This design comes from an exercise in tuning for small area, a short achievable clock period and few clock cycles per item on the open sky130 flow, not from production work. The RTL of this run was laid out without a check of its function. Power and IR drop assume default switching activity.

==> design.v <==
module prs_decoder (
    input  wire        clk,
    input  wire        rst,           
    input  wire        in_valid,
    output wire        in_ready,
    input  wire [31:0] in_data,
    output wire        out_valid,
    input  wire        out_ready,
    output wire [14:0] out_sample,
    output wire        out_last
);
    integer i;
    reg  [3:0]  bwl;            
    reg         bwx;            
    reg         nxt_v;
    reg  [3:0]  nK;
    reg  [2:0]  nes;            
    reg         nsgn;
    reg  [31:0] B0, B1;         
    reg         B0v, B1v;
    reg         in_rdy;
    wire exp_ctrl  = (bwl == 4'd0) && !bwx;
    assign in_ready = in_rdy;
    wire in_fire   = in_valid && in_rdy;
    wire ctrl_fire = in_fire && exp_ctrl;
    wire body_fire = in_fire && !exp_ctrl;
    wire [31:0] in_s;
    genvar gi;
    generate
        for (gi = 0; gi < 32; gi = gi + 1) begin : g_ord
            assign in_s[gi] = in_data[8 * (gi / 8) + 7 - (gi % 8)];
        end
    endgenerate
    reg         cur_v;
    reg  [3:0]  K;
    reg  [2:0]  es;
    reg         sgn;
    reg  [4:0]  idx;            
    reg  [4:0]  ptr;            
    reg  [15:0] lacc;           
    reg         lz;             
    reg         chk;            
    wire        rawblk  = (K == 4'd15);
    wire        rawmode = rawblk || (idx[4:1] == 4'd0);
    wire        last    = (idx == 5'd31);
    wire [63:0] cbuf = {B1, B0};
    wire [21:0] w    = cbuf >> ptr;           
    reg  [21:0] wr;                            
    always @(*) for (i = 0; i < 22; i = i + 1) wr[i] = w[21 - i];
    reg  [8:0]  th;
    always @(*) begin
        th[0] = 1'b1;
        for (i = 1; i < 9; i = i + 1) th[i] = th[i - 1] & w[i - 1];
    end
    wire        all8 = th[8];
    reg  [2:0]  L;
    always @(*) begin
        casez (w[6:0])
            7'b??????0: L = 3'd0;
            7'b?????01: L = 3'd1;
            7'b????011: L = 3'd2;
            7'b???0111: L = 3'd3;
            7'b??01111: L = 3'd4;
            7'b?011111: L = 3'd5;
            7'b0111111: L = 3'd6;
            default:    L = 3'd7;
        endcase
    end
    wire        chunk = !rawmode && all8;
    wire [4:0]  sh    = 5'd21 - {1'b0, K} - {2'b00, L};
    reg  [13:0] maskK;
    always @(*) for (i = 0; i < 14; i = i + 1) maskK[i] = (i < K);
    wire [21:0] wsh   = wr >> sh;
    wire [13:0] low   = wsh[13:0] & maskK;
    wire [15:0] u     = (lacc & {16{!lz}}) | ({13'd0, L} << K) | {2'b00, low};
    wire [14:0] rawval = sgn ? wr[21:7] : {1'b0, wr[21:8]};
    wire [5:0]  ptrW  = {1'b0, ptr} + (sgn ? 6'd15 : 6'd14);
    wire [5:0]  ptr8  = {1'b0, ptr} + 6'd8;
    wire [5:0]  ptrK1 = {1'b0, ptr} + {2'b00, K} + 6'd1;
    wire [4:0]  ptrR  = ptrK1[4:0] + {2'b00, L};
    reg         rc_crs, rc_over;
    always @(*) begin
        rc_crs = ptrK1[5];
        rc_over  = ptrK1[5] && (ptrK1[4:0] != 5'd0 || th[1]);
        for (i = 1; i < 8; i = i + 1) begin
            if (ptrK1 == 6'd32 - i) rc_crs = th[i];
            if (ptrK1 == 6'd33 - i) rc_over  = th[i];
        end
    end
    wire        crs   = rawmode ? ptrW[5] : chunk ? ptr8[5] : rc_crs;
    wire        over  = rawmode ? (ptrW > 6'd32) : rc_over;
    wire [4:0]  pnext = rawmode ? ptrW[4:0] : chunk ? ptr8[4:0] : ptrR;
    wire        ffit  = rawmode ? (ptrW <= 6'd32) : ({1'b0, ptr} + {2'b00, K} <= 6'd24);
    wire        efit  = rawmode ? (ptrW <= 6'd32) : chunk ? (ptr8 <= 6'd32) : !rc_over;
    reg         d_v, d_raw, d_last, d_sgn;
    reg  [2:0]  d_es;
    reg  [15:0] d_val;
    reg  [1:0]  npend;
    reg         last1, last0;
    reg  [14:0] xr1, xr0;
    wire r_go   = d_v && !npend[1];
    wire d_free = !d_v || !npend[1];
    wire go     = d_free && cur_v && B0v && (B1v || ffit || chk);
    wire dec    = go && !chunk;
    wire bend   = dec && last;
    wire cfree  = !cur_v || bend;
    wire take   = nxt_v && cfree;
    wire direct = !nxt_v && cfree && ctrl_fire;    
    wire drop1 = go && (crs || bend);
    wire drop2 = bend && over;
    wire       nxt_vn = (ctrl_fire && !direct) || (nxt_v && !take);
    wire       B0v_n  = drop2 ? body_fire
                      : drop1 ? (B1v || body_fire)
                      : (B0v || body_fire);
    wire       B1v_n  = drop2 ? 1'b0
                      : drop1 ? (B1v && body_fire)
                      : (B1v || (B0v && body_fire));
    wire       expc_n = ctrl_fire ? 1'b0
                      : body_fire ? (bwl == 4'd0 || (bwl == 4'd1 && !bwx)) : exp_ctrl;
    wire       has   = (npend != 2'd0);
    wire [1:0] np_a  = npend + {1'b0, r_go};
    wire [1:0] np_r  = has ? np_a - 2'd1 : np_a;
    reg  [15:0] lacc_inc;
    reg         cy;
    always @(*) begin
        cy = 1'b0;
        for (i = 0; i < 16; i = i + 1) begin
            lacc_inc[i] = (lacc[i] && !lz) ^ (cy || (i == K + 3));
            cy = (cy || (i == K + 3)) && lacc[i] && !lz;
        end
    end
    always @(posedge clk) begin
        if (rst) begin
            bwl    <= 4'd0;
            bwx    <= 1'b0;
            nxt_v  <= 1'b0;
            in_rdy <= 1'b1;
            B0v    <= 1'b0;
            B1v    <= 1'b0;
            cur_v  <= 1'b0;
            chk    <= 1'b0;
            d_v    <= 1'b0;
            npend  <= 2'd0;
        end else begin
            if (ctrl_fire) begin
                bwl <= in_data[5:2];
                bwx <= |in_data[1:0];
            end else if (body_fire) begin
                if (bwl != 4'd0)
                    bwl <= bwl - 4'd1;
                else
                    bwx <= 1'b0;
            end
            nxt_v  <= nxt_vn;
            B0v    <= B0v_n;
            B1v    <= B1v_n;
            in_rdy <= expc_n ? !nxt_vn : !B1v_n;
            chk    <= !go && cur_v && B0v && efit;
            if (take || direct)
                cur_v <= 1'b1;
            else if (bend)
                cur_v <= 1'b0;
            if (dec)
                d_v <= 1'b1;
            else if (r_go)
                d_v <= 1'b0;
            npend <= out_ready ? np_r : np_a;
        end
        if (!cur_v) begin
            ptr <= 5'd0;
            idx <= 5'd0;
            lz  <= 1'b1;
        end else if (go) begin
            ptr <= bend ? 5'd0 : pnext;
            lz  <= !chunk;
            if (dec)
                idx <= idx + 5'd1;
        end
        if (go && chunk)
            lacc <= lacc_inc;
        if (!nxt_v) begin
            nK   <= in_data[31:28];
            nes  <= in_data[24] ? 3'd0 : in_data[27:25];
            nsgn <= (in_data[19:16] == 4'd14);
        end
        if (take) begin
            K   <= nK;
            es  <= nes;
            sgn <= nsgn;
        end else if (direct) begin
            K   <= in_data[31:28];
            es  <= in_data[24] ? 3'd0 : in_data[27:25];
            sgn <= (in_data[19:16] == 4'd14);
        end
        if (drop2 || (drop1 && !B1v) || !B0v)
            B0 <= in_s;
        else if (drop1)
            B0 <= B1;
        if (drop1 || !B1v)
            B1 <= in_s;
        if (dec) begin
            d_raw  <= rawmode;
            d_last <= last;
            d_sgn  <= sgn;
            d_es   <= es;
            d_val  <= rawmode ? {1'b0, rawval} : u;
        end
        if (r_go) begin
            last1 <= d_last;
            last0 <= last1;
            xr1   <= xr_n;
            xr0   <= xr1;
        end
    end
    wire        q_sgn = d_sgn;
    wire        q_e0  = (d_es == 3'd0);
    wire [16:0] q     = {1'b0, d_val[15:1]} ^ {17{d_val[0]}};
    wire [16:0] qe    = q_e0 ? 17'd0 : q << d_es;
    wire        qneg  = d_val[0];
    wire        qzero = (d_val == 16'd0);
    wire [16:0] x1e  = {{2{xr1[14]}}, xr1};
    wire [16:0] x0e  = {{2{xr0[14]}}, xr0};
    wire [16:0] pr   = (x1e << 1) - x0e;
    wire [16:0] a1 = x1e << 1, b1 = ~x0e;
    wire [16:0] s1 = a1 ^ b1 ^ q;
    wire [16:0] c1 = (((a1 & b1) | (a1 & q) | (b1 & q)) << 1) | 17'd1;
    wire [16:0] s2 = s1 ^ c1 ^ qe;
    wire [16:0] c2 = ((s1 & c1) | (s1 & qe) | (c1 & qe)) << 1;
    wire [16:0] sA = s2 + c2;
    wire        a_hi  = (!sA[16] && sA[15:14] != 2'b00) || (!q_e0 && sA == 17'h03FFF);
    wire        a_lo  = q_sgn ? ((sA[16] && (sA[15:14] != 2'b11 || sA[13:0] == 14'd0)) || (!q_e0 && sA == 17'h1C001))
                              : sA[16];
    wire        pr_hi = (!pr[16] && pr[15:14] != 2'b00) || (!q_e0 && pr == 17'h03FFF);
    wire        pr_lo = q_sgn ? ((pr[16] && (pr[15:14] != 2'b11 || pr[13:0] == 14'd0)) || (!q_e0 && pr == 17'h1C001))
                              : pr[16];
    wire [14:0] HI = q_e0 ? 15'h3FFF : 15'h3FFE;
    wire [14:0] LO = q_sgn ? (q_e0 ? 15'h4001 : 15'h4002) : 15'h0000;
    wire [16:0] cst = qneg ? {3'b000, HI[13:0]} : (q_sgn ? {2'b11, LO} : 17'd0);
    wire [16:0] s3 = q ^ qe ^ cst;
    wire [16:0] c3 = ((q & qe) | (q & cst) | (qe & cst)) << 1;
    wire [16:0] sT = s3 + c3;
    wire        t_lo = q_sgn ? (sT[16] && (sT[15:14] != 2'b11 || sT[13:0] == 14'd0 || (!q_e0 && sT == 17'h1C001)))
                             : sT[16];
    wire        t_hi = (!sT[16] && sT[15:14] != 2'b00) || (!q_e0 && sT == 17'h03FFF);
    wire [14:0] cH = !qneg ? HI : t_lo ? LO : sT[14:0];
    wire [14:0] cL = (qneg || qzero) ? LO : t_hi ? HI : sT[14:0];
    wire [14:0] xr_n = d_raw ? d_val[14:0]
                     : pr_hi ? cH
                     : pr_lo ? cL
                     : a_hi  ? HI
                     : a_lo  ? LO
                     : sA[14:0];
    assign out_valid  = (npend != 2'd0);
    assign out_sample = npend[1] ? xr0 : xr1;
    assign out_last   = npend[1] ? last0 : last1;
endmodule
==> flow/run.sh <==
#!/bin/bash
# The standard layout, with repair_timing asked to leave 14.5 ns of setup slack
# at the design's clock (and free to resize cells to other footprints), which
# shortens the critical path of the layout.
set -uo pipefail
bash standard.sh SETUP_SLACK_MARGIN=14.5 MATCH_CELL_FOOTPRINT=0 finish > make.log 2>&1
==> standard.sh <==
#!/bin/bash
# synth_recipe.tcl (not shown) runs the flow's synth.tcl, then flattens the netlist and writes it again
# the make line also repeats each setting of config.mk as NAME=value (left out here)
make -C /OpenROAD-flow-scripts/flow DESIGN_CONFIG=/design/flow/config.mk WORK_HOME=/design/flow/orfs CLKGATE_MAP_FILE= SYNTH_SCRIPT=/design/flow/synth_recipe.tcl "${@:-finish}"
==> config.mk <==
export PLATFORM = sky130hd
export DESIGN_NAME = prs_decoder
export DESIGN_NICKNAME = prs_decoder
export VERILOG_FILES = /design/flow/design.v
export SDC_FILE = /design/flow/constraint.sdc
export NUM_CORES = 4
export LEC_CHECK = 0
export CAP_MARGIN = 20
export CORE_MARGIN = 2
export CORE_UTILIZATION = 40
export SLEW_MARGIN = 20
==> constraint.sdc <==
create_clock -name core_clock -period 20.0 [get_ports {clk}]
set_input_delay 4.0000 -clock core_clock [delete_from_list [all_inputs] [get_ports {clk}]]
set_output_delay 4.0000 -clock core_clock [all_outputs]
set_load 0.01 [all_outputs]
==> results.txt <==
==> final timing paths <==
path                                         start                to  slack (ps)  depth (start not counted)
worst max-delay path            d_val[0]$_DFFE_PP_  xr1[6]$_DFFE_PP_       14290                         24
worst min-delay path               last1$_DFFE_PP_   last0$_DFFE_PP_         460                          0
worst max register to register  d_val[0]$_DFFE_PP_  xr1[6]$_DFFE_PP_       14290                         24
worst min register to register     last1$_DFFE_PP_   last0$_DFFE_PP_         460                          0
==> metrics by stage <==
step / utilization [%] / cell area, um^2 / hold slack, ps / std cells / total power [W]
CTS: 45.20 / 20470 / 453.6 / 2579 / 0.002623
global placement: 42.57 / 19280 / 438.6 / 2516 / 0.002182
floorplan: - / 18340 / 400.3 / 1945 / 0.001759
detailed placement: 42.57 / 19280 / 439.0 / 2516 / 0.002177
global route: 48.02 / 21750 / 484.3 / 2643 / 0.003116
finish: 48.02 / 21750 / 458.2 / 2643 / 0.002953
==> cells by family (layout without fill, tap and decap cells) <==
logic type | count (synthesis) | after routing | synth area share (%)
AND/OR/NAND/NOR | 574 | 575 | 15.38
AO/OA/AOI/OAI | 490 | 490 | 17.67
multiplexers | 253 | 253 | 19.92
buffers and inverters | 244 | 341 | 5.778
flip-flops | 175 | 175 | 27.32
adder cells (fa/ha/maj) | 118 | 118 | 9.616
XOR/XNOR | 90 | 90 | 4.303
other | 1 | 1 | 0.02047
==> cell usage in the layout (no fill, tap or decap), drive strengths merged, types with 10 or more instances in the layout <==
master | netlist | layout
nand2 | 172 | 172
edfxtp | 150 | 150
nor2 | 146 | 147
inv | 132 | 133
o21ai | 124 | 124
buf | 35 | 116
a21oi | 114 | 114
mux2i | 96 | 96
mux2 | 87 | 87
ha | 80 | 80
mux4 | 70 | 70
xnor2 | 63 | 63
nor3 | 50 | 50
nand3 | 48 | 48
fa | 38 | 38
clkdlybuf4s50 | 0 | 36
nand2b | 29 | 29
nor2b | 27 | 27
clkbuf | 73 | 27
xor2 | 27 | 27
dfxtp | 25 | 25
a21o | 24 | 24
a31oi | 22 | 22
a22oi | 22 | 22
o21a | 20 | 20
a211oi | 20 | 20
nor4 | 19 | 19
o211ai | 14 | 14
o22ai | 14 | 14
dlymetal6s2s | 0 | 14
nand4 | 13 | 13
a222oi | 12 | 12
or3 | 12 | 12
a22o | 10 | 10
a21boi | 10 | 10
clkinv | 4 | 10
==> state kept, by name, indices dropped and copies added, names as in the netlist, 2 cells and up <==
register / flops
ptr: 5
K: 4
xr0: 15
d_val: 16
idx: 5
bwl: 4
npend: 2
nK: 4
lacc: 16
es: 3
xr1: 15
d_es: 3
nes: 3
B0: 32
B1: 32
==> final cells by class <==
cell class,count,area share [%]
timing repair inverter,1,0.03452
clock buffer,21,2.169
multi-input combinational,1527,60.81
inverter,136,2.428
timing repair buffer,172,7.589
tap,600,3.452
clock inverter,11,0.4430
sequential,175,23.08
==> what timing repair did <==
item,in CTS,in global routing
pin swaps,9,41
endpoints found under the hold margin,0,0
buffers inserted,29,59
resized for setup,95,160
cloned,2,4
endpoints found under the setup margin,86,43
==> power by group <==
| group | internal (W) | leakage (nW) | switching (W) |
|---|---|---|---|
| sequential | 0.000473 | 1.67 | 0.0000824 |
| combinational | 0.000873 | 6.23 | 0.00119 |
| clock | 0.000174 | 0.283 | 0.000164 |
| total | 0.00152 | 8.18 | 0.00143 |
==> metal layers <==
layer / share of wire, % / track usage [%] / vias to the layer above / wire, um
met5: 0 / 0 / - / 0
met4: 2.7 / 6.939 / 0 / 1612
met3: 9.0 / 3.947 / 120 / 5394
met2: 44 / 36.78 / 903 / 26290
met1: 44 / 35.99 / 8167 / 26340
li1: - / - / 7467 / -
==> impl_metrics.sql <==
INSERT INTO impl_metrics (metric_group, metric, value, unit) VALUES
('flow_run', 'drv.max_cap_violation_count', '0', ''),
('clock_network', 'htree_levels', '4', ''),
('clock_network', 'cts_buffer_depth', '2', ''),
('setup_path', 'cp_slowest_cell', 'sky130_fd_sc_hd__a222oi_1', ''),
('clock_network', 'inserted_clock_buffers', '17', ''),
('timing', 'worst-slew-pin-transition', '1135', 'ps'),
('detailed_routing', 'drt-wirelength-per-cell', '22.56', 'um'),
('setup_path', 'critPathTopFamily', 'compound AO/OA/AOI/OAI gates', ''),
('timing', 'setup_total_neg_slack', '0', 'ps'),
('clock_network', 'insertion_delay', '490', 'ps'),
('clock_network', 'clock-sinks', '175', ''),
('setup_path', 'worstPathArrival', '5870', 'ps'),
('pwr', 'power_density', '135.8', 'nW/um^2'),
('die', 'die_x', '218.0', 'um'),
('synthesis', 'warnings_synthesis', '1', ''),
('layout', 'drive_gt1_share', '22.91', '%'),
('place', 'placement.setup.worst_slack', '13020', 'ps'),
('timing', 'slew_viol_final', '0', ''),
('synthesis', 'synth.ff_latch_count', '175', ''),
('pwr', 'peakVddDrop', '0.08323', 'mV'),
('timing', 'timing.final.setup_violations', '0', ''),
('timing', 'layout_setup_ws', '14290', 'ps'),
('timing', 'rsz0062_at_grt', 'yes', ''),
('synthesis', 'netlist.top_cell.by_area', 'sky130_fd_sc_hd__edfxtp_1', ''),
('grt', 'globalRouteTotalUtil', '24.42', '%'),
('layout', 'design.final.nets', '2184', ''),
('place', 'place.port_buffers', '53', ''),
('synthesis', 'synth_fp_nets', '2099', ''),
('die', 'initial_core_util', '40.46', '%'),
('synthesis', 'yosys.cell_count.top_type', 'sky130_fd_sc_hd__nand2_1', ''),
('setup_path', 'timing.critical_path.fanout_max', '5', ''),
('detailed_routing', 'first_iter_violations', '2034', ''),
('synthesis', 'post_synth_num_cell_types', '97', ''),
('layout', 'combined_flip_flop_and_latch_cell_area', '5019', 'um^2'),
('setup_path', 'cp.buffers_inverters', '7', ''),
('setup_path', 'critPathKind', 'flop to flop', ''),
('detailed_routing', 'viasPerCell', '6.302', ''),
('pwr', 'p_leak', '8.179', 'nW'),
('layout', 'fillerInstances', '4176', ''),
('synthesis', 'post_synth_instance_area', '18320', 'um^2'),
('synthesis', 'synth_common_cells', 'sky130_fd_sc_hd__nand2_1 (171), sky130_fd_sc_hd__edfxtp_1 (150), sky130_fd_sc_hd__nor2_1 (146)', ''),
('synthesis', 'yosys.area.top_type_share', '24.59', '%'),
('setup_path', 'critical_path_data_required_time', '20170', 'ps'),
('clock_network', 'cts_root_buf', 'sky130_fd_sc_hd__clkbuf_16', ''),
('setup_path', 'setup.worst_path.start_class', 'flop', ''),
('synthesis', 'synth_area_per_cell', '9.419', 'um^2'),
('layout', 'diodes', '0', ''),
('setup_path', 'critical-path-max-stage-delay', '660', 'ps'),
('die', 'fp-row-count', '78', ''),
('timing', 'fmax', '175.2', 'MHz'),
('layout', 'area_delta_synth_final', '18.71', '%'),
('worst_hold_path', 'holdCritPathClass', 'flop to flop', ''),
('synthesis', 'dominantRegCellSynth', 'sky130_fd_sc_hd__edfxtp_1', ''),
('clock_network', 'clock_pin_slew_on_the_worst_setup_and_hold_paths', '80', 'ps'),
('timing', 'timing.final.hold_violations', '0', ''),
('die', 'floorplan.io_pins', '54', ''),
('grt', 'via_count_of_the_first_global_routing_pass', '15340', ''),
('timing', 'maxSlewHeadroom', '24.07', '%'),
('grt', 'grt_max_degree', '61', ''),
('synthesis', 'synth-edff-count', '150', ''),
('run_status', 'status', 'no timing/DRC/antenna violations', ''),
('grt', 'globalRoute.totalOverflow', '0', ''),
('setup_path', 'worst_setup_path_end_kind', 'flop', ''),
('synthesis', 'synth_async_sr_flop_share', '0', '%'),
('detailed_routing', 'drcViolationCount', '0', ''),
('synthesis', 'synth_cells', '1945', ''),
('synthesis', 'netlist_top_cells_area', 'sky130_fd_sc_hd__edfxtp_1 (25%), sky130_fd_sc_hd__mux4_2 (8.0%), sky130_fd_sc_hd__ha_1 (5.5%), sky130_fd_sc_hd__mux2i_1 (5.2%), sky130_fd_sc_hd__fa_1 (4.2%)', ''),
('timing', 'clock_skew', '37.27', 'ps'),
('setup_path', 'worstPathCellList', 'clkbuf_16, buf_4, xnor2_4, mux2_4, mux2i_4, a22o_1, inv_1, fa_1, inv_1, ha_4, o21a_1, o31a_1, buf_4, o31ai_4, o21bai_1, a21oi_1, xor2_2, a31oi_4, buf_6, buf_6, nor2_4, o21ai_1, a22oi_1, a222oi_1', ''),
('place', 'place.gp.congestion', '0.9578', ''),
('grt', 'antenna_found_initial', '0', '');

## static timing again, ports no longer ideal
The flow's constraints put no driver on any port. The routed layout listed below was extracted and timed again, unchanged, in two steps. Step 1 sets driving cells, clkbuf_16 on the clock port and buf_2 on the other inputs (assumed; they add their load-dependent delay and slew). Step 2 also shifts input and output timing later by t, the mid clock arrival at the registers, as if the neighbouring blocks saw the same clock. Three values: no drivers, after step 1, after step 2; two values: the first two.
shift t [ns]: 0.522
setup WS [ns]: 14.293 / 14.293 / 14.147
clock arrival spread, ns: 0.038 / 0.037
slew at the worst register clock pin (ns): 0.09 / 0.09
After both steps this run still meets setup and hold. The setup slack of this run moves by 0.000 ns with the drivers and by -0.146 ns with both steps.
